Background: an optimization exercise with open tools, aiming at small area, a short achievable clock period and few clock cycles. Do not read the settings as production practice.
In this exercise RTL edits were held to simulation tests only and were not proved equivalent to the original.

## xq_pathvel
module xq_pathvel (
    input  wire        clk,
    input  wire        rst,
    input  wire        in_valid,
    output wire        in_ready,
    input  wire [31:0] in_tau_up,
    input  wire [31:0] in_tau_down,
    input  wire [31:0] in_zero_off,
    input  wire [31:0] in_k,
    input  wire [31:0] in_len,
    output reg         out_valid,
    output reg         out_ok,
    output reg  [31:0] out_vel,
    output reg  [31:0] out_sos
);
    reg rdy_r;
    assign in_ready = rdy_r;
    reg [31:0] r0_tu, r0_td, r0_zo, r0_k, r0_len;
    always @(posedge clk) begin
        rdy_r  <= ~rst;
        r0_tu  <= in_tau_up;
        r0_td  <= in_tau_down;
        r0_zo  <= in_zero_off;
        r0_k   <= in_k;
        r0_len <= in_len;
    end
    wire ok1 = ~r0_tu[31] & (|r0_tu[30:0]) & ~r0_td[31] & (|r0_td[30:0]);
    wire [33:0] c1_x = {{2{r0_tu[31]}}, r0_tu};
    wire [33:0] c1_y = {{2{r0_zo[31]}}, r0_zo};
    wire [33:0] c1_z = ~{{2{r0_td[31]}}, r0_td};
    wire [33:0] c1_s = c1_x ^ c1_y ^ c1_z;
    wire [33:0] c1_cy = (c1_x & c1_y) | (c1_z & (c1_x ^ c1_y));
    wire [33:0] ndt = c1_s + {c1_cy[32:0], 1'b0};
    wire neg1 = ~ndt[33];                        
    wire [31:0] m1 = ndt[31:0] ^ {32{ndt[33]}};   
    wire [31:0] tsum1 = r0_tu + r0_td;
    wire k15s1 = r0_k[2] ^ r0_k[7];
    wire k15c2 = r0_k[2] & r0_k[7];
    wire k15s3 = r0_k[3] ^ r0_k[8];
    wire k15c4 = r0_k[3] & r0_k[8];
    wire k15s5 = r0_k[4] ^ r0_k[9];
    wire k15c6 = r0_k[4] & r0_k[9];
    wire k15s7 = r0_k[5] ^ r0_k[10];
    wire k15c8 = r0_k[5] & r0_k[10];
    wire k15s9 = r0_k[0] ^ r0_k[6] ^ r0_k[11];
    wire k15c10 = (r0_k[0] & r0_k[6]) | (r0_k[11] & (r0_k[0] ^ r0_k[6]));
    wire k15s11 = r0_k[1] ^ r0_k[7] ^ r0_k[12];
    wire k15c12 = (r0_k[1] & r0_k[7]) | (r0_k[12] & (r0_k[1] ^ r0_k[7]));
    wire k15s13 = r0_k[2] ^ r0_k[8] ^ r0_k[13];
    wire k15c14 = (r0_k[2] & r0_k[8]) | (r0_k[13] & (r0_k[2] ^ r0_k[8]));
    wire k15s15 = r0_k[3] ^ r0_k[9] ^ r0_k[14];
    wire k15c16 = (r0_k[3] & r0_k[9]) | (r0_k[14] & (r0_k[3] ^ r0_k[9]));
    wire k15s17 = r0_k[4] ^ r0_k[10] ^ r0_k[15];
  ...
==> flow/config.mk <==
export PLATFORM = sky130hd
export DESIGN_NAME = xq_pathvel
export DESIGN_NICKNAME = xq_pathvel
export VERILOG_FILES = /design/flow/design.v
export SDC_FILE = /design/flow/constraint.sdc
export NUM_CORES = 4
export LEC_CHECK = 0
export CAP_MARGIN = 20
export CORE_MARGIN = 2
export CORE_UTILIZATION = 55
export CTS_CLUSTER_DIAMETER = 60
export CTS_CLUSTER_SIZE = 50
export PLACE_DENSITY = 0.65
export SLEW_MARGIN = 20
==> flow/constraint.sdc <==
create_clock -name core_clock -period 20.0 [get_ports {clk}]
set_input_delay 4.0000 -clock core_clock [delete_from_list [all_inputs] [get_ports {clk}]]
set_output_delay 4.0000 -clock core_clock [all_outputs]
set_load 0.01 [all_outputs]
standard.sh (not shown) runs the stock make flow with config.mk's settings and CLKGATE_MAP_FILE= SYNTH_SCRIPT=/design/flow/synth_recipe.tcl, a recipe that flattens the netlist after the stock synthesis.
==> flow/flow/run.sh <==
#!/bin/bash
# The standard layout (the standard.sh: ORFS on the design's clock period and
# constraints), with the timing repair asked to leave more setup slack than the default, so
# that the resizer also works on paths well inside the 20 ns period.
set -euo pipefail
bash standard.sh SETUP_SLACK_MARGIN=14.4 finish > flow_make.log 2>&1
Testbench counts at the start, summed over its fixed seeds: cycles 1,736.
==> next run, changes <==
--- a/flow/flow/run.sh
+++ b/flow/flow/run.sh
@@ -4,3 +4,3 @@
 # that the resizer also works on paths well inside the 20 ns period.
 set -euo pipefail
-bash standard.sh SETUP_SLACK_MARGIN=14.4 finish > flow_make.log 2>&1
+bash standard.sh SETUP_SLACK_MARGIN=14.5 finish > flow_make.log 2>&1
Settings changed: CTS_CLUSTER_DIAMETER 60 to unset, CTS_CLUSTER_SIZE 50 to 30.
Outcome: The changed run ran to the end with no violations. Worst hold slack is better by 0.0096 ns. Wire length went up by 0.97%. Die area does not change.

[what the ideal ports hide]
The flow's constraints put no driver on any port. The routed layouts listed below were extracted and timed again, unchanged, in two steps.
Step 1 assumes that a clkbuf_16 drives the clock port and a buf_2 every other input.
Step 2, shift: input delay + t, output delay - t, t = (earliest + latest rising clock arrival at the registers) / 2. This alone moves slack from input paths to output paths.
Slacks: ideal ports / drivers / drivers and shift; pairs: ideal ports / drivers.
run	t (ns)	setup slack, ns	worst setup path at the end	clock arrival spread, ns
the first run	1.280	14.399 / 14.245 / 14.462	register to register	0.087 / 0.087
the second run	1.278	14.384 / 14.235 / 14.549	register to register	0.085 / 0.085
After both steps setup and hold are still met in every run listed.
